What follows belongs to an exercise in optimizing a design on an open flow for small area, a short achievable clock period and few clock cycles per item; a production flow would make more cautious choices. The RTL was checked by simulation tests, not by an equivalence proof against the original design. Power is estimated from default activity; no workload was simulated.

Setup of trial 13:
// echo_measure
module echo_measure (
    input  wire        clk,
    input  wire        rst,
    input  wire        in_valid,
    output reg         in_ready,
    input  wire [19:0] wstart,     
    input  wire [2:0]  width,      
    input  wire [10:0] idx,        
    input  wire [19:0] peak,       
    input  wire [19:0] left,       
    input  wire [19:0] right,      
    input  wire        left_bg,    
    input  wire        right_bg,   
    input  wire [23:0] b16,        
    input  wire [30:0] run_sum,    
    input  wire [11:0] run_len,    
    input  wire [19:0] shots,      
    output reg         out_valid,
    input  wire        out_ready,
    output reg  [19:0] range,
    output reg  [3:0]  frac,
    output reg  [19:0] amp,
    output reg  [7:0]  qual
);
export LEC_CHECK = 0
export CAP_MARGIN = 20
export CORE_MARGIN = 2
export CORE_UTILIZATION = 65
export PLACE_DENSITY = 0.72
export SLEW_MARGIN = 20
create_clock -name core_clock -period 12.0 [get_ports {clk}]
standard.sh (not shown) runs the stock make flow with config.mk's settings and CLKGATE_MAP_FILE= SYNTH_SCRIPT=/design/flow/synth_recipe.tcl, a recipe that flattens the netlist after the stock synthesis.
==> flow/flow/run.sh <==
#!/bin/bash
# Layout flow: the standard flow (standard.sh), with the standard
# synthesis unchanged. From floorplan on, two knobs differ:
#  - the timing repair steps are asked for a larger setup slack margin, so
#    they also size up paths that already meet the clock period;
set -euo pipefail
MARGIN=${MARGIN:-8.0}
cp config.mk config_pnr.mk
cat >> config_pnr.mk <<EOC
export SETUP_SLACK_MARGIN = $MARGIN
export BUFFER_PORTS_ARGS = -buffer_cell sky130_fd_sc_hd__buf_4
EOC
sed "s#config.mk#config_pnr.mk#g" standard.sh > standard_pnr.sh
bash standard.sh synth > flow_synth.log 2>&1
bash standard_pnr.sh > flow_pnr.log 2>&1
Testbench counts of trial 13, summed over its fixed seeds: cycles 1,392, items 1,280.
#### Input delta (trial 43 over trial 13)
Settings: PLACE_DENSITY: 0.72 -> 0.82; CORE_UTILIZATION: 65 -> 75.
## What came out
Route | trial 43 vs trial 13 | wire longer in trial 43
On areal power density over the cells, the lower figure sits with trial 13, not trial 43.
Compared trial 43 vs trial 13, and power is up in trial 43.
Launching element of the worst setup path: qual[1]$_DFFE_PP_ -> trial 43, range[0]$_DFFE_PP_ -> trial 13
Re clock power: trial 43 and trial 13 aren't equal, and the higher value belongs to trial 43.
NOTE wire length of the first global-routing pass trial 13->trial 43 increased by a few percent
[trial 43] global-route usage rose 5.6 points relative to trial 13
Comparing trial 43 and trial 13, end-of-flow core utilization is lower on trial 13.
Compared with trial 13, trial 43 shows power of the combinational group that has gone down slightly.
Trial 43 against trial 13; clock buffer count in the final layout is down by a few percent.

* * *

echo_measure, a different RTL version from the one above (not shown whole).
For scale: about 19,000 cells after synthesis, ~3,100 flip-flops.
==> flow/design.v (excerpt) <==
module echo_measure (
    input  wire        clk,
    input  wire        rst,
    input  wire        in_valid,
    output wire        in_ready,
    input  wire [19:0] wstart,     
    input  wire [2:0]  width,      
    input  wire [10:0] idx,        
    input  wire [19:0] peak,       
    input  wire [19:0] left,       
    input  wire [19:0] right,      
    input  wire        left_bg,    
    input  wire        right_bg,   
    input  wire [23:0] b16,        
    input  wire [30:0] run_sum,    
    input  wire [11:0] run_len,    
    input  wire [19:0] shots,      
    output reg         out_valid,
    input  wire        out_ready,
    output reg  [19:0] range,
    output reg  [3:0]  frac,
    output reg  [19:0] amp,
    output reg  [7:0]  qual
);
==> flow/config.mk <==
export PLATFORM = sky130hd
export DESIGN_NAME = echo_measure
export DESIGN_NICKNAME = echo_measure
export VERILOG_FILES = /design/flow/design.v
export SDC_FILE = /design/flow/constraint.sdc
export NUM_CORES = 4
export LEC_CHECK = 0
export CAP_MARGIN = 20
export CORE_MARGIN = 2
export CORE_UTILIZATION = 40
export SLEW_MARGIN = 20
==> flow/constraint.sdc <==
create_clock -name core_clock -period 12.0 [get_ports {clk}]
set_input_delay 2.4000 -clock core_clock [delete_from_list [all_inputs] [get_ports {clk}]]
set_output_delay 2.4000 -clock core_clock [all_outputs]
set_load 0.01 [all_outputs]
==> flow/flow/run.sh <==
#!/bin/bash
set -euo pipefail
MARGIN=${MARGIN:-7.5}
cp config.mk config_margin.mk
echo "export SETUP_SLACK_MARGIN = $MARGIN" >> config_margin.mk
sed "s#config.mk#config_margin.mk#g" standard.sh > standard_margin.sh
bash standard_margin.sh > flow_make.log 2>&1
The baseline went through all stages and came out clean.
Testbench counts at the start, summed over its fixed seeds: cycles 1,392, items 1,280.
Next try:
==> flow/run.sh (new file) <==
#!/bin/bash
# synth_recipe.tcl (not shown) runs the flow's synth.tcl, then flattens the netlist and writes it again
# the make line also repeats each setting of config.mk as NAME=value (left out here)
make -C /OpenROAD-flow-scripts/flow DESIGN_CONFIG=/design/flow/config.mk WORK_HOME=/design/flow/orfs CLKGATE_MAP_FILE= SYNTH_SCRIPT=/design/flow/synth_recipe.tcl finish
removed: flow/flow/run.sh
removed: flow/standard.sh
Effect: Count of clock-buffer cells in the layout goes down by 3. Sequential share of layout area goes up by 0.14 points. Design area goes down by 0.36%. Combinational power hardly moves. Via count is about the same. Maximum frequency goes down by 21%. Total power stays flat. Clock skew goes down by 0.0050 ns. Worst setup slack got worse by 1.1 ns. Clock power is about the same. Worst hold slack hardly moves.

[port drivers added, routing unchanged]
In the flow no input, the clock included, has a driving cell. The finished layouts below were timed again as built, in two steps. Step 1, drivers: a clkbuf_16 drives clk and a buf_2 each remaining input, both assumed. Step 2 adds t to the input delays and takes it off the output delays; t is the mean of the earliest and latest rising clock arrival at the registers after step 1. Input paths then give back, and output paths get back, about the clock's delay inside the block. Slacks: ideal ports / drivers / drivers and shift; pairs: ideal ports / drivers.
| run | shift t [ns] | slack for setup (ns) | slew at the worst register clock pin (ns) | pins driven straight from the clock port |
|---|---|---|---|---|
| trial 13 | 1.043 | 8.053 / 7.936 / 7.675 | 0.07 / 0.07 | 1 |
| trial 43 | 1.038 | 7.925 / 7.808 / 7.531 | 0.08 / 0.08 | 1 |
| the first run of note 2 | 1.085 | 7.635 / 7.509 / 6.776 | 0.07 / 0.07 | 1 |
| the second run of note 2 | 1.081 | 6.487 / 6.487 / 6.487 | 0.07 / 0.07 | 1 |
After both steps every run listed still meets setup and hold. The setup slack of the first run of note 2, which loses most, moves by -0.126 ns with the drivers and by -0.859 ns with both steps.
